Source: an optimization exercise on an open RTL-to-GDS flow (aim: small area, a short achievable clock period and few clock cycles). Production flows keep margins and buffers that such runs may drop.
No run shown here included a check of the RTL's function; only the layout flow was run.
The clock cells of run 1 come from the design's own scripts or RTL, not from TritonCTS.
The flow treats the clock pin as an ideal source. Dropping or thinning the clock tree relies on that and would not hold on a real chip.

==> flow/design.v (outline; a module is shown in full before it is edited, if it fits) <==
// module lc_decoder: 1942 lines
module lc_decoder (
    input  wire         clk,
    input  wire         rst,         
    input  wire         in_valid,
    output wire         in_ready,
    input  wire [39:0]  in_beat,     
    input  wire [36:0]  in_dda,      
    output reg          out_valid,
    output reg  [2:0]   out_status,
    output reg  [3:0]   out_dev,
    output wire [511:0] out_data
);
  // ...
==> flow/flow/run.sh <==
#!/bin/bash
# Own layout flow: the standard ORFS flow (standard synthesis, floorplan,
# placement, routing), except that the clock tree is built by flow/mycts.tcl
# (clock port -> 4 root buffers -> leaf buffers -> flip-flop clusters), timing
# repair aims past the 10 ns constraint, and the ports get plain buffers.
set -euo pipefail
EXTRA=("SETUP_SLACK_MARGIN=7.0" "BUFFER_PORTS_ARGS=-buffer_cell sky130_fd_sc_hd__buf_1")
bash standard.sh "${EXTRA[@]}" place > flow_place.log 2>&1
bash standard.sh "${EXTRA[@]}" "RUN_SCRIPT=$PWD/flow/mycts.tcl" RUN_LOG_NAME_STEM=4_1_mycts run > flow_cts.log 2>&1
bash standard.sh "${EXTRA[@]}" finish > flow_finish.log 2>&1
==> flow/flow/mycts.tcl <==
# Two-level clock tree built by hand: the clock port drives a few root buffers,
# each root drives leaf buffers, each leaf drives a compact cluster of flip-flops.
# Replaces ORFS's cts step (same post-CTS repair as cts.tcl).
source $::env(SCRIPTS_DIR)/load.tcl
erase_non_stage_variables cts
load_design 3_place.odb 3_place.sdc

set leaf_max  [expr {[info exists ::env(MYCTS_LEAF_MAX)] ? $::env(MYCTS_LEAF_MAX) : 20}]
set n_roots   [expr {[info exists ::env(MYCTS_ROOTS)] ? $::env(MYCTS_ROOTS) : 4}]
set leaf_cell [expr {[info exists ::env(MYCTS_LEAF_CELL)] ? $::env(MYCTS_LEAF_CELL) : "sky130_fd_sc_hd__clkbuf_16"}]
set root_cell [expr {[info exists ::env(MYCTS_ROOT_CELL)] ? $::env(MYCTS_ROOT_CELL) : "sky130_fd_sc_hd__clkbuf_16"}]

set db [ord::get_db]
set block [ord::get_db_block]
set clknet [$block findNet clk]

# split a list of {obj x y} in two parts (sizes in ratio k1 : n-k1) along its wider side
proc split2 {items {frac 0.5}} {
  set xs {}; set ys {}
  foreach it $items { lappend xs [lindex $it 1]; lappend ys [lindex $it 2] }
  set xs [lsort -integer $xs]; set ys [lsort -integer $ys]
  set dx [expr {[lindex $xs end] - [lindex $xs 0]}]
  set dy [expr {[lindex $ys end] - [lindex $ys 0]}]
  set k [expr {$dx >= $dy ? 1 : 2}]
  set s [lsort -integer -index $k $items]
  set h [expr {int(round([llength $s] * $frac))}]
  return [list [lrange $s 0 [expr {$h - 1}]] [lrange $s $h end]]
}
# cut into ceil(n / maxn) compact clusters of nearly equal size
proc bisect {items maxn} {
  set n [llength $items]
  if {$n <= $maxn} { return [list $items] }
  set k [expr {($n + $maxn - 1) / $maxn}]
  set k1 [expr {$k / 2}]
  lassign [split2 $items [expr {double($k1) / $k}]] a b
  return [concat [bisect $a $maxn] [bisect $b $maxn]]
}
proc centroid {items} {
  set sx 0; set sy 0
  foreach it $items { set sx [expr {$sx + [lindex $it 1]}]; set sy [expr {$sy + [lindex $it 2]}] }
  set n [llength $items]
  return [list [expr {$sx / $n}] [expr {$sy / $n}]]
}

set sinks {}
foreach it [$clknet getITerms] {
  set inst [$it getInst]
  set bb [$inst getBBox]
  lappend sinks [list $it [expr {([$bb xMin] + [$bb xMax]) / 2}] [expr {([$bb yMin] + [$bb yMax]) / 2}]]
}
puts "mycts: [llength $sinks] clock sinks"

set clusters [bisect $sinks $leaf_max]
puts "mycts: [llength $clusters] leaf clusters"

set lmaster [$db findMaster $leaf_cell]
set rmaster [$db findMaster $root_cell]
set leaves {}
set i 0
foreach cl $clusters {
  lassign [centroid $cl] cx cy
  set inst [odb::dbInst_create $block $lmaster "mycts_leaf_$i"]
  $inst setLocation $cx $cy
  $inst setPlacementStatus PLACED
  set net [odb::dbNet_create $block "mycts_leafnet_$i"]
  $net setSigType CLOCK
  [$inst findITerm X] connect $net
  foreach s $cl {
    set it [lindex $s 0]
    $it disconnect
    $it connect $net
  }
  lappend leaves [list $inst $cx $cy]
  incr i
}

# group the leaves under the roots
set groups [list $leaves]
while {[llength $groups] < $n_roots} {
  set ng {}
  foreach g $groups { lassign [split2 $g] a b; lappend ng $a $b }
  set groups $ng
}
set i 0
foreach g $groups {
  lassign [centroid $g] cx cy
  set inst [odb::dbInst_create $block $rmaster "mycts_root_$i"]
  $inst setLocation $cx $cy
  $inst setPlacementStatus PLACED
  set net [odb::dbNet_create $block "mycts_rootnet_$i"]
  $net setSigType CLOCK
  [$inst findITerm X] connect $net
  [$inst findITerm A] connect $clknet
  foreach l $g { [[lindex $l 0] findITerm A] connect $net }
  incr i
}
$clknet setSigType CLOCK
global_connect

set_placement_padding -global \
  -left $::env(CELL_PAD_IN_SITES_DETAIL_PLACEMENT) \
  -right $::env(CELL_PAD_IN_SITES_DETAIL_PLACEMENT)
detailed_placement
set_propagated_clock [all_clocks]
estimate_parasitics -placement
report_clock_skew
repair_timing_helper
detailed_placement
check_placement -verbose
estimate_parasitics -placement
report_clock_skew
report_worst_slack -max
report_worst_slack -min

orfs_write_db $::env(RESULTS_DIR)/4_1_cts.odb
orfs_write_sdc $::env(RESULTS_DIR)/4_cts.sdc
==> flow/standard.sh <==
#!/bin/bash
# synth_recipe.tcl (not shown) runs the flow's synth.tcl, then flattens the netlist and writes it again
# the make line also repeats each setting of config.mk as NAME=value (left out here)
make -C /OpenROAD-flow-scripts/flow DESIGN_CONFIG=/design/flow/config.mk WORK_HOME=/design/flow/orfs CLKGATE_MAP_FILE= SYNTH_SCRIPT=/design/flow/synth_recipe.tcl "${@:-finish}"
==> flow/config.mk <==
export PLATFORM = sky130hd
export DESIGN_NAME = lc_decoder
export DESIGN_NICKNAME = lc_decoder
export VERILOG_FILES = /design/flow/design.v
export SDC_FILE = /design/flow/constraint.sdc
export NUM_CORES = 8
export LEC_CHECK = 0
export CAP_MARGIN = 20
export CORE_MARGIN = 2
export CORE_UTILIZATION = 55
export PLACE_DENSITY = 0.65
export SLEW_MARGIN = 20
==> flow/constraint.sdc <==
create_clock -name core_clock -period 10.0 [get_ports {clk}]
set_input_delay 2.0000 -clock core_clock [delete_from_list [all_inputs] [get_ports {clk}]]
set_output_delay 2.0000 -clock core_clock [all_outputs]
set_load 0.01 [all_outputs]
==> impl_metrics.env, run 1 <==
export IMPL_dr_wl_met2_mm=133
export IMPL_crit_path_cell_trace="xnor2_1 -> xor2_1 -> xnor2_1 -> xnor2_1 -> xnor2_1"
export IMPL_wl_met3_mm=30.2
export IMPL_core_area_um2=142000
export IMPL_hold_ws_ns=0.367
export IMPL_reg_largest_list="ln: 512 flops, bk: 352 flops"
export IMPL_syn_avg_cell_area_um2=9.84
export IMPL_dp_cells=9838
export IMPL_fin_ws_ns=6.90
export IMPL_cp_depth=5
export IMPL_r2r_slack_ns=6.90
export IMPL_yosysWarnings=1
export IMPL_grt_use_met2_pct=60.2
export IMPL_synth_compound_area_share_pct=6.09
export IMPL_yosys_area_share_adder_pct=0.0319
export IMPL_post_route_util_pct=64.6
export IMPL_finalSetupViolations=0
export IMPL_routed_top_layer="met5"
export IMPL_drive_above_1_share_pct=23.1
export IMPL_crit_end="acc[68]"
export IMPL_routed_wl_mm=300
export IMPL_slew_viol_final=0
export IMPL_synth_xor_area_share_pct=35.8
export IMPL_synth_seq_cells=1452
export IMPL_synthToLayoutAreaGrowth_pct=16.4
export IMPL_nNetsFinal=8599
export IMPL_multi_input_area_share_pct=45.1
export IMPL_seq_cell_count=1452
export IMPL_grt_pass1_vias=56700
export IMPL_n_fill_cell=11100
export IMPL_hold_path_class="flip-flop to flip-flop"
export IMPL_outcome="finished clean"
==> run 2, diff against run 1 <==
--- a/flow/design.v
+++ b/flow/design.v
@@ -364,127 +364,186 @@
       am2[10] = ^(x & 16'h0100);
       am2[11] = ^(x & 16'h0200);
       am2[12] = ^(x & 16'h4400);
       am2[13] = ^(x & 16'h8800);
       am2[14] = ^(x & 16'h1000);
       am2[15] = ^(x & 16'h2000);
     end
   endfunction
-  function [15:0] am14406;
+  function [15:0] am3;
     input [15:0] x;
     begin
-      am14406[0] = ^(x & 16'h4f95);
-      am14406[1] = ^(x & 16'hd0be);
-      am14406[2] = ^(x & 16'ha17c);
-      am14406[3] = ^(x & 16'h0d6d);
-      am14406[4] = ^(x & 16'h1adb);
-      am14406[5] = ^(x & 16'h35b6);
-      am14406[6] = ^(x & 16'h6b6d);
-      am14406[7] = ^(x & 16'hd6db);
-      am14406[8] = ^(x & 16'hadb6);
-      am14406[9] = ^(x & 16'h5b6d);
-      am14406[10] = ^(x & 16'hb6db);
-      am14406[11] = ^(x & 16'h6db6);
-      am14406[12] = ^(x & 16'h94f9);
-      am14406[13] = ^(x & 16'h29f2);
-      am14406[14] = ^(x & 16'h53e5);
-      am14406[15] = ^(x & 16'ha7ca);
+      am3[0] = ^(x & 16'h2000);
+      am3[1] = ^(x & 16'h6000);
+      am3[2] = ^(x & 16'hc000);
+      am3[3] = ^(x & 16'ha001);
+      am3[4] = ^(x & 16'h4002);
+      am3[5] = ^(x & 16'h8004);
+      am3[6] = ^(x & 16'h0008);
+      am3[7] = ^(x & 16'h0010);
+      am3[8] = ^(x & 16'h0020);
+      am3[9] = ^(x & 16'h0040);
+      am3[10] = ^(x & 16'h0080);
+      am3[11] = ^(x & 16'h0100);
+      am3[12] = ^(x & 16'h2200);
+      am3[13] = ^(x & 16'h4400);
+      am3[14] = ^(x & 16'h8800);
+      am3[15] = ^(x & 16'h1000);
     end
   endfunction
-  function [15:0] am63764;
+  function [15:0] am5;
     input [15:0] x;
     begin
-      am63764[0] = ^(x & 16'hbbba);
-      am63764[1] = ^(x & 16'hccce);
-      am63764[2] = ^(x & 16'h999d);
-      am63764[3] = ^(x & 16'h8880);
-      am63764[4] = ^(x & 16'h1100);
-      am63764[5] = ^(x & 16'h2200);
-      am63764[6] = ^(x & 16'h4400);
-      am63764[7] = ^(x & 16'h8800);
-      am63764[8] = ^(x & 16'h1000);
-      am63764[9] = ^(x & 16'h2000);
-      am63764[10] = ^(x & 16'h4000);
-      am63764[11] = ^(x & 16'h8000);
-      am63764[12] = ^(x & 16'hbbbb);
-      am63764[13] = ^(x & 16'h7777);
-      am63764[14] = ^(x & 16'heeee);
-      am63764[15] = ^(x & 16'hdddd);
+      am5[0] = ^(x & 16'h8800);
+      am5[1] = ^(x & 16'h9800);
+      am5[2] = ^(x & 16'h3000);
+      am5[3] = ^(x & 16'he800);
+      am5[4] = ^(x & 16'hd000);
+      am5[5] = ^(x & 16'ha001);
+      am5[6] = ^(x & 16'h4002);
+      am5[7] = ^(x & 16'h8004);
+      am5[8] = ^(x & 16'h0008);
+      am5[9] = ^(x & 16'h0010);
+      am5[10] = ^(x & 16'h0020);
+      am5[11] = ^(x & 16'h0040);
+      am5[12] = ^(x & 16'h8880);
+      am5[13] = ^(x & 16'h1100);
+      am5[14] = ^(x & 16'h2200);
+      am5[15] = ^(x & 16'h4400);
     end
   endfunction
-  function [15:0] am63765;
+  function [15:0] am6;
     input [15:0] x;
     begin
-      am63765[0] = ^(x & 16'hdddd);
-      am63765[1] = ^(x & 16'h6667);
-      am63765[2] = ^(x & 16'hccce);
-      am63765[3] = ^(x & 16'h4440);
-      am63765[4] = ^(x & 16'h8880);
-      am63765[5] = ^(x & 16'h1100);
-      am63765[6] = ^(x & 16'h2200);
-      am63765[7] = ^(x & 16'h4400);
-      am63765[8] = ^(x & 16'h8800);
-      am63765[9] = ^(x & 16'h1000);
-      am63765[10] = ^(x & 16'h2000);
-      am63765[11] = ^(x & 16'h4000);
-      am63765[12] = ^(x & 16'h5ddd);
-      am63765[13] = ^(x & 16'hbbbb);
-      am63765[14] = ^(x & 16'h7777);
-      am63765[15] = ^(x & 16'heeee);
+      am6[0] = ^(x & 16'h4400);
+      am6[1] = ^(x & 16'hcc00);
+      am6[2] = ^(x & 16'h9800);
+      am6[3] = ^(x & 16'h7400);
+      am6[4] = ^(x & 16'he800);
+      am6[5] = ^(x & 16'hd000);
+      am6[6] = ^(x & 16'ha001);
+      am6[7] = ^(x & 16'h4002);
+      am6[8] = ^(x & 16'h8004);
+      am6[9] = ^(x & 16'h0008);
+      am6[10] = ^(x & 16'h0010);
+      am6[11] = ^(x & 16'h0020);
+      am6[12] = ^(x & 16'h4440);
+      am6[13] = ^(x & 16'h8880);
+      am6[14] = ^(x & 16'h1100);
+      am6[15] = ^(x & 16'h2200);
     end
   endfunction
-  function [15:0] am14409;
+  function [15:0] am14394;
     input [15:0] x;
     begin
-      am14409[0] = ^(x & 16'h29f2);
-      am14409[1] = ^(x & 16'h7a17);
-      am14409[2] = ^(x & 16'hf42f);
-      am14409[3] = ^(x & 16'hc1ad);
-      am14409[4] = ^(x & 16'h835b);
-      am14409[5] = ^(x & 16'h06b6);
-      am14409[6] = ^(x & 16'h0d6d);
-      am14409[7] = ^(x & 16'h1adb);
-      am14409[8] = ^(x & 16'h35b6);
-      am14409[9] = ^(x & 16'h6b6d);
-      am14409[10] = ^(x & 16'hd6db);
-      am14409[11] = ^(x & 16'hadb6);
-      am14409[12] = ^(x & 16'h729f);
-      am14409[13] = ^(x & 16'he53e);
-      am14409[14] = ^(x & 16'hca7c);
-      am14409[15] = ^(x & 16'h94f9);
+      am14394[0] = ^(x & 16'h5f09);
+      am14394[1] = ^(x & 16'he11b);
+      am14394[2] = ^(x & 16'hc236);
+      am14394[3] = ^(x & 16'hdb65);
+      am14394[4] = ^(x & 16'hb6ca);
+      am14394[5] = ^(x & 16'h6d95);
+      am14394[6] = ^(x & 16'hdb2b);
+      am14394[7] = ^(x & 16'hb657);
+      am14394[8] = ^(x & 16'h6caf);
+      am14394[9] = ^(x & 16'hd95f);
+      am14394[10] = ^(x & 16'hb2be);
+      am14394[11] = ^(x & 16'h657c);
+      am14394[12] = ^(x & 16'h95f0);
+      am14394[13] = ^(x & 16'h2be1);
+      am14394[14] = ^(x & 16'h57c2);
+      am14394[15] = ^(x & 16'haf84);
     end
   endfunction
-  reg stall_r;
-  assign in_ready = ~stall_r;
+  function [15:0] am63752;
+    input [15:0] x;
+    begin
+      am63752[0] = ^(x & 16'ha74f);
+      am63752[1] = ^(x & 16'he9d0);
+      am63752[2] = ^(x & 16'hd3a0);
+      am63752[3] = ^(x & 16'h000e);
+      am63752[4] = ^(x & 16'h001d);
+      am63752[5] = ^(x & 16'h003a);
+      am63752[6] = ^(x & 16'h0074);
+      am63752[7] = ^(x & 16'h00e9);
+      am63752[8] = ^(x & 16'h01d3);
+      am63752[9] = ^(x & 16'h03a7);
+      am63752[10] = ^(x & 16'h074e);
+      am63752[11] = ^(x & 16'h0e9d);
+      am63752[12] = ^(x & 16'hba74);
+      am63752[13] = ^(x & 16'h74e9);
+      am63752[14] = ^(x & 16'he9d3);
+      am63752[15] = ^(x & 16'hd3a7);
+    end
+  endfunction
+  function [15:0] am63753;
+    input [15:0] x;
+    begin
+      am63753[0] = ^(x & 16'hd3a7);
+      am63753[1] = ^(x & 16'h74e8);
+      am63753[2] = ^(x & 16'he9d0);
+      am63753[3] = ^(x & 16'h0007);
+      am63753[4] = ^(x & 16'h000e);
+      am63753[5] = ^(x & 16'h001d);
+      am63753[6] = ^(x & 16'h003a);
+      am63753[7] = ^(x & 16'h0074);
+      am63753[8] = ^(x & 16'h00e9);
+      am63753[9] = ^(x & 16'h01d3);
+      am63753[10] = ^(x & 16'h03a7);
+      am63753[11] = ^(x & 16'h074e);
+      am63753[12] = ^(x & 16'hdd3a);
+      am63753[13] = ^(x & 16'hba74);
+      am63753[14] = ^(x & 16'h74e9);
+      am63753[15] = ^(x & 16'he9d3);
+    end
+  endfunction
+  function [15:0] am14397;
+    input [15:0] x;
+    begin
+      am14397[0] = ^(x & 16'h2be1);
+      am14397[1] = ^(x & 16'h7c23);
+      am14397[2] = ^(x & 16'hf846);
+      am14397[3] = ^(x & 16'hdb6c);
+      am14397[4] = ^(x & 16'hb6d9);
+      am14397[5] = ^(x & 16'h6db2);
+      am14397[6] = ^(x & 16'hdb65);
+      am14397[7] = ^(x & 16'hb6ca);
+      am14397[8] = ^(x & 16'h6d95);
+      am14397[9] = ^(x & 16'hdb2b);
+      am14397[10] = ^(x & 16'hb657);
+      am14397[11] = ^(x & 16'h6caf);
+      am14397[12] = ^(x & 16'hf2be);
+      am14397[13] = ^(x & 16'he57c);
+      am14397[14] = ^(x & 16'hcaf8);
+      am14397[15] = ^(x & 16'h95f0);
+    end
+  endfunction
+  assign in_ready = 1'b1;
   reg  [39:0]  beat_r;       
   reg          v_r;          
   reg  [15:0]  boh;          
   reg  [36:0]  dda_s;        
   reg  [127:0] acc;          
   reg  [127:0] u;            
   reg  [63:0]  dv_r;         
-  reg  [63:0]  y_r;          
   reg  [511:0] ln;           
   reg  [11*32-1:0] bk;      
-  reg          cp_r;         
-  reg          ld_r;         
+  reg          cp_r;
   reg  [9:0]   ohu;          
   reg  [9:0]   ohd;          
   reg  [1:0]   zc;           
   reg  [3:0]   fdev;
   reg          pois, mark;
+  reg  [63:0]  e_r;          
+  reg  [7:0]   cpulse;       
   wire [3:0] dnib  = dda_s[3:0];
   wire       first = boh[0];
   wire       bnd   = boh[4] | boh[8] | boh[12];
   wire       last  = v_r & boh[15];
   wire       next0 = (boh[0] & ~v_r) | last;    
-  wire       zt     = (dv_r == 64'd0);           
-  reg  [7:0] cpulse;                             
-  reg  [63:0] e_r;                               
   wire [43:0] pin = {dnib, beat_r};
   wire [127:0] pv;
   assign pv[0] = ^(pin & 44'h00000000000);
   assign pv[1] = ^(pin & 44'h00000000000);
   assign pv[2] = ^(pin & 44'h00000000000);
   assign pv[3] = ^(pin & 44'h00000000000);
   assign pv[4] = ^(pin & 44'h00000000000);
   assign pv[5] = ^(pin & 44'h00000000000);
@@ -646,36 +705,37 @@
   wire [15:0] v3_2 = v2_3 ^ am65534(v2_2);
   wire [15:0] v3_3 = v2_4 ^ am65534(v2_3);
   wire [15:0] v3_4 = v2_5 ^ am65534(v2_4);
   wire [15:0] v4_0 = v3_1 ^ am2(v3_0);
   wire [15:0] v4_1 = v3_2 ^ am2(v3_1);
   wire [15:0] v4_2 = v3_3 ^ am2(v3_2);
   wire [15:0] v4_3 = v3_4 ^ am2(v3_3);
   wire [63:0] dv = {v4_3, v4_2, v4_1, v4_0};
-  wire [15:0] x0_0 = v2_1 ^ am2(v2_0);
-  wire [15:0] x2a_0 = v1_1 ^ am65534(v1_0);
-  wire [15:0] x2a_1 = v1_2 ^ am65534(v1_1);
-  wire [15:0] x2b_0 = x2a_1 ^ am2(x2a_0);
-  wire [15:0] x1a_0 = u[31:16] ^ am1(u[15:0]);
-  wire [15:0] x1a_1 = u[47:32] ^ am1(u[31:16]);
-  wire [15:0] x1a_2 = u[63:48] ^ am1(u[47:32]);
-  wire [15:0] x1b_0 = x1a_1 ^ am65534(x1a_0);
-  wire [15:0] x1b_1 = x1a_2 ^ am65534(x1a_1);
-  wire [15:0] x1c_0 = x1b_1 ^ am2(x1b_0);
-  wire [63:0] y_comb;    
-  assign y_comb[15:0] = v3_0;
-  assign y_comb[31:16] = x2b_0;
-  assign y_comb[47:32] = x1c_0;
-  assign y_comb[63:48] = x0_0;
+  wire [15:0] xa_0 = u[31:16] ^ am3(u[15:0]);
+  wire [15:0] xa_1 = u[47:32] ^ am3(u[31:16]);
+  wire [15:0] xa_2 = u[63:48] ^ am3(u[47:32]);
+  wire [15:0] xb_0 = xa_1 ^ am4(xa_0);
+  wire [15:0] xb_1 = xa_2 ^ am4(xa_1);
+  wire [15:0] xc_0 = xb_1 ^ am5(xb_0);
+  wire [15:0] xd_0 = xb_1 ^ am6(xb_0);
+  wire [15:0] xe_0 = xa_1 ^ am5(xa_0);
+  wire [15:0] xe_1 = xa_2 ^ am5(xa_1);
+  wire [15:0] xf_0 = xe_1 ^ am6(xe_0);
+  wire [15:0] xg_0 = u[31:16] ^ am4(u[15:0]);
+  wire [15:0] xg_1 = u[47:32] ^ am4(u[31:16]);
+  wire [15:0] xg_2 = u[63:48] ^ am4(u[47:32]);
+  wire [15:0] xh_0 = xg_1 ^ am5(xg_0);
+  wire [15:0] xh_1 = xg_2 ^ am5(xg_1);
+  wire [15:0] xi_0 = xh_1 ^ am6(xh_0);
   wire [63:0] e_comb;    
-  assign e_comb[15:0] = am14406(y_r[15:0]);
-  assign e_comb[31:16] = am63764(y_r[31:16]);
-  assign e_comb[47:32] = am63765(y_r[47:32]);
-  assign e_comb[63:48] = am14409(y_r[63:48]);
+  assign e_comb[15:0] = am14394(xc_0);
+  assign e_comb[31:16] = am63752(xd_0);
+  assign e_comb[47:32] = am63753(xf_0);
+  assign e_comb[63:48] = am14397(xi_0);
   wire [63:0] kpi, kphi;
   assign kpi[0] = ohd[1] | ohd[2] | ohd[3] | ohd[4] | ohd[6] | ohd[7] | ohd[8];
   assign kpi[1] = ohd[5] | ohd[8] | ohd[9];
   assign kpi[2] = ohd[4] | ohd[5] | ohd[9];
   assign kpi[3] = ohd[0] | ohd[1] | ohd[6] | ohd[7] | ohd[8] | ohd[9];
   assign kpi[4] = ohd[1] | ohd[2] | ohd[4] | ohd[7] | ohd[8] | ohd[9];
   assign kpi[5] = ohd[1] | ohd[2] | ohd[3] | ohd[6] | ohd[9];
   assign kpi[6] = ohd[1] | ohd[2] | ohd[6] | ohd[8] | ohd[9];
@@ -1820,74 +1880,72 @@
   assign out_data[444] = ln[504];
   assign out_data[445] = ln[505];
   assign out_data[446] = ln[506];
   assign out_data[447] = ln[507];
   assign out_data[508] = ln[508];
   assign out_data[509] = ln[509];
   assign out_data[510] = ln[510];
   assign out_data[511] = ln[511];
+  wire zt = (dv_r == 64'd0);
   wire pt = (dv_r == kpi);
   wire mt = (dv_r == kphi);
   wire [3:0] ddev = {ohd[8] | ohd[9], ohd[4] | ohd[5] | ohd[6] | ohd[7],
                      ohd[2] | ohd[3] | ohd[6] | ohd[7],
                      ohd[1] | ohd[3] | ohd[5] | ohd[7] | ohd[9]};
   wire [1:0] zc_nx   = (zt && zc == 2'd0) ? 2'd1 : (zt ? 2'd2 : zc);
   wire [3:0] fdev_nx = zt ? ddev : fdev;
   always @(posedge clk) begin
     beat_r <= in_beat;
     if (next0)
       dda_s <= in_dda;
     else if (v_r)
       dda_s <= {4'd0, dda_s[36:4]};
     if (v_r)
       acc <= acc_nx;
-    u    <= ld_r ? acc : u_rot;
+    u    <= last ? acc_nx : u_rot;
     dv_r <= dv;
-    y_r  <= y_comb;
     e_r  <= e_comb;
-    if (ld_r) begin
+    if (last) begin
       zc   <= 2'd0;
       pois <= 1'b0;
       mark <= 1'b0;
     end else if (|ohd) begin
       zc   <= zc_nx;
       fdev <= fdev_nx;
       if (pt) pois <= 1'b1;
       if (mt) mark <= 1'b1;
     end
-    out_dev <= fdev_nx;
-    if (zc_nx == 2'd2)      out_status <= ST_GOOD;
-    else if (zc_nx == 2'd1) out_status <= ST_CORR;
-    else if (pois | pt)     out_status <= ST_POIS;
-    else if (mark | mt)     out_status <= ST_MARK;
-    else                    out_status <= ST_UNC;
+    if (ohd[9]) begin
+      out_dev <= fdev_nx;
+      if (zc_nx == 2'd2)      out_status <= ST_GOOD;
+      else if (zc_nx == 2'd1) out_status <= ST_CORR;
+      else if (pois | pt)     out_status <= ST_POIS;
+      else if (mark | mt)     out_status <= ST_MARK;
+      else                    out_status <= ST_UNC;
+    end
   end
   always @(posedge clk) begin
     if (rst) begin
       v_r       <= 1'b0;
-      stall_r   <= 1'b0;
       boh       <= 16'd1;
       cp_r      <= 1'b0;
-      ld_r      <= 1'b0;
-      cpulse    <= 8'd0;
       ohu       <= 10'd0;
       ohd       <= 10'd0;
       out_valid <= 1'b0;
+      cpulse    <= 8'd0;
     end else begin
-      v_r     <= in_valid & ~stall_r;
-      stall_r <= in_valid & ~stall_r & ((boh[15] & ~v_r) | (boh[14] & v_r));
+      v_r <= in_valid;
       if (v_r)
         boh <= {boh[14:0], boh[15]};
       cp_r      <= last;
-      ld_r      <= last;
-      cpulse    <= zt ? ohd[7:0] : 8'd0;
-      ohu       <= ld_r ? 10'd1 : {ohu[8:0], 1'b0};
+      ohu       <= last ? 10'd1 : {ohu[8:0], 1'b0};
       ohd       <= ohu;
       out_valid <= ohd[9];
+      cpulse    <= zt ? ohd[7:0] : 8'd0;
     end
   end
   always @(posedge clk) begin
     if (v_r & boh[0]) ln[31:0] <= beat_r[31:0];
     bk[31:0] <= cp_r ? ln[31:0] : (bk[31:0] ^ mk[31:0]);
   end
   always @(posedge clk) begin
     if (v_r & boh[1]) ln[63:32] <= beat_r[31:0];
==> flow/run.sh (new file) <==
#!/bin/bash
# synth_recipe.tcl (not shown) runs the flow's synth.tcl, then flattens the netlist and writes it again
# the make line also repeats each setting of config.mk as NAME=value (left out here)
make -C /OpenROAD-flow-scripts/flow DESIGN_CONFIG=/design/flow/config.mk WORK_HOME=/design/flow/orfs CLKGATE_MAP_FILE= SYNTH_SCRIPT=/design/flow/synth_recipe.tcl finish
removed: flow/flow/run.sh
removed: flow/flow/mycts.tcl
removed: flow/standard.sh
==> impl_metrics.env, run 2 <==
export IMPL_outcome="finished clean"
export IMPL_critPathSlowestCell="edfxtp_1"
export IMPL_grt_util_all_layers_pct=39.2
export IMPL_final_common_cell="xnor2_1"
export IMPL_clk_pin_slew_ns=0.06
export IMPL_synth_area_um2=80900
export IMPL_cts_hold_buf=0
export IMPL_synth_top_area_share_pct=21.9
export IMPL_io_pins=601
export IMPL_hold_path_class="flip-flop to flip-flop"
export IMPL_core_area_um2=146000
export IMPL_yosysMostFrequentCell="xnor2_1"
export IMPL_synth_top_cell_by_area="xnor2_1"
export IMPL_max_freq_mhz=227
export IMPL_synthesis_nets=8148
export IMPL_slew_viol_final=0
export IMPL_grt_pass1_wl_mm=425
export IMPL_regToRegEndpoint="u[111]"
export IMPL_final_min_clock_period_ns=4.40
export IMPL_die_h_um=388
export IMPL_reg_largest_list="ln: 512 flops, bk: 352 flops"
export IMPL_crit_path_end_kind="flip-flop"
export IMPL_routed_wl_mm=303
export IMPL_critical_path_required_ns=10.74
export IMPL_cts_buffers=148
export IMPL_clk_path_buf_depth=3
export IMPL_slowest_delay_ns=0.85
export IMPL_r2r_slack_ns=5.60
export IMPL_grt_max_degree=275
export IMPL_vias_per_cell=5.76
export IMPL_crit_arrival_ns=5.13
export IMPL_async_flop_share_pct=0
export IMPL_crit_path_cell_trace="xor2_1 -> xnor2_1 -> xor2_1 -> xor2_1 -> xor2_1 -> xnor2_1 -> mux2_2"
export IMPL_htreeDepth=4
export IMPL_postCtsSetupBuffers=0
export IMPL_drt_iter0_markers=7187
export IMPL_finClkSkew_ns=0.0594
export IMPL_die_w_um=388
export IMPL_nNetsFinal=8301
export IMPL_finalSetupViolations=0
export IMPL_yosysWarnings=1
export IMPL_synth_seq_cells=1386
export IMPL_r2r_start="dda_s[0]"
export IMPL_cts_tree="built"
export IMPL_clock_latency_ns=0.81
export IMPL_yosys_top_cells_count="xnor2_1, xor2_1, nand2_1"
export IMPL_route_detailed_drc=0
export IMPL_rows=140
export IMPL_path_class="flip-flop to flip-flop"
export IMPL_cp_depth=7
export IMPL_synth_cell_types=78
export IMPL_synth_edf_count=544
export IMPL_synth_flop_cell="dfxtp_1"
export IMPL_largest_register_ffs=512
export IMPL_ff2ff_path_depth=7
export IMPL_cts_sink_count=1386
export IMPL_rsz0062_at_grt="false"
export IMPL_post_cts_resized=0
export IMPL_cp_top_family="XOR/XNOR gates"
export IMPL_drive_above_1_share_pct=7.14
export IMPL_period_share_pct=44.0
export IMPL_vias=59100
export IMPL_routabilityCongestion=1.09
export IMPL_regMostFlops="ln"
export IMPL_synthToLayoutAreaGrowth_pct=14.0
export IMPL_finalHoldViolCount=0
export IMPL_wire_per_inst_um=29.5
export IMPL_first_pass_iters=5
export IMPL_antenna_found_initial=23
export IMPL_cp_buffers_inverters=0
export IMPL_hold_path_depth=2
export IMPL_maxCapViolCount=0
export IMPL_path_common_cell="xor2_1"
export IMPL_dp_hpwl_mm=219
export IMPL_syn_inst=8066
export IMPL_grt_pass1_vias=57300
export IMPL_syn_avg_cell_area_um2=10.0
export IMPL_crit_fanout=10
export IMPL_ys_seq_area_share_pct=41.0
export IMPL_min_from="ln[71]"
export IMPL_ant_nets=0
export IMPL_whs_endpoint="bk[71]"
export IMPL_grt_overflow_total=0
export IMPL_die_area_um2=150000
export IMPL_post_route_util_pct=63.2
export IMPL_timing_slew_headroom_pct=19.4
export IMPL_finalSetupTns_ns=0
export IMPL_worstMarginPinSlew_ns=1.20
export IMPL_final_cell_mix="xnor2_1, xor2_1, nand2_1, dfxtp_1, clkdlybuf4s50_1"
export IMPL_startpoint_type="flip-flop"
export IMPL_cts_root_buffer="clkbuf_16"
export IMPL_start_util_pct=55.4
export IMPL_yosys_top_cells_area="xnor2_1, dfxtp_1, edfxtp_1, xor2_1, nand2_1"
export IMPL_port_buffers=599
run 2: layer usage:
metal	wire length (um)	part of all wire [%]	global-route usage (%)	vias to the layer above
met5	14	0.0046	0	-
met4	17200	5.7	19.0	2
met3	32000	11	9.04	778
met2	133000	44	59.9	3435
met1	121000	40	52.5	28800
li1	-	-	-	26100
run 2: worst max-delay path by stage:
stage | slack [ns] | startpoint | end
2_1_floorplan | 4.53 | v_r | u[0]
3_3_place_gp | 5.80 | u[31] | e_r[46]
3_5_place_dp | 5.80 | u[31] | e_r[46]
4_1_cts | 5.78 | u[31] | e_r[46]
5_1_grt | 5.48 | dda_s[0] | u[111]
6_report | 5.60 | dda_s[0] | u[111]
run 2: worst min-delay path: cells and delay by family (launching register included):
kind | cells | cell delay (ns)
and+or+nand+nor | 1 | 0.04
AOI/OAI and AO/OA | 1 | 0.05
DFF | 1 | 0.32
run 2: layout make-up:
class                      instances  area, um2
sequential                      1386      33300
antenna                            8       20.0
fill                           12000      53700
inverter                           9       36.3
tap                             1917       2400
clock inverter                    72        983
multi-input combinational       5945      44400
timing repair buffer             729       7010
clock buffer                     206       4170
run 2: cell families after synthesis:
group / after synthesis / synth area share [%]
DFF: 1386 / 41.0
muxes: 81 / 1.13
xor gates and xnor gates: 3374 / 39.4
AOI/OAI and AO/OA: 854 / 5.69
adders and majority gates: 2 / 0.0309
and+or+nand+nor: 1633 / 8.41
buffers and inverters: 735 / 4.30
other: 1 / 0.00464
run 2: through the flow:
| stage | cells | hold WS (ns) | setup WS [ns] | area, um2 |
|---|---|---|---|---|
| final | 10300 | 0.419 | 5.60 | 92200 |
| after global routing | 10300 | 0.459 | 5.48 | 92200 |
| after CTS | 10300 | 0.412 | 5.78 | 92200 |
| after detailed placement | 9986 | 0.431 | 5.80 | 87000 |
| after global placement | 9984 | 0.419 | 5.80 | 87000 |
| after floorplan | 8066 | 0.414 | 4.53 | 80900 |

## separate check: timing with driven ports
No port has a modelled driver above. Below, the same layouts with a new extraction and two added sets of constraints.
Step 1 assumes that a clkbuf_16 drives the clock port and a buf_2 every other input.
Step 2 times the ports against the registers' clock, not the clock port: input delays grow and output delays shrink by t, the midpoint of the rising clock arrivals with the driver on.
a / b / c = ideal / step 1 / step 2; a / b = the first two.
run | t (ns) | slack for setup (ns) | clock arrival spread, ns
run 1 | 0.734 | 6.898 / 6.742 / 6.898 | 0.084 / 0.085
run 2 | 0.873 | 5.602 / 5.602 / 5.602 | 0.062 / 0.062
After both steps every run listed still meets setup and hold.
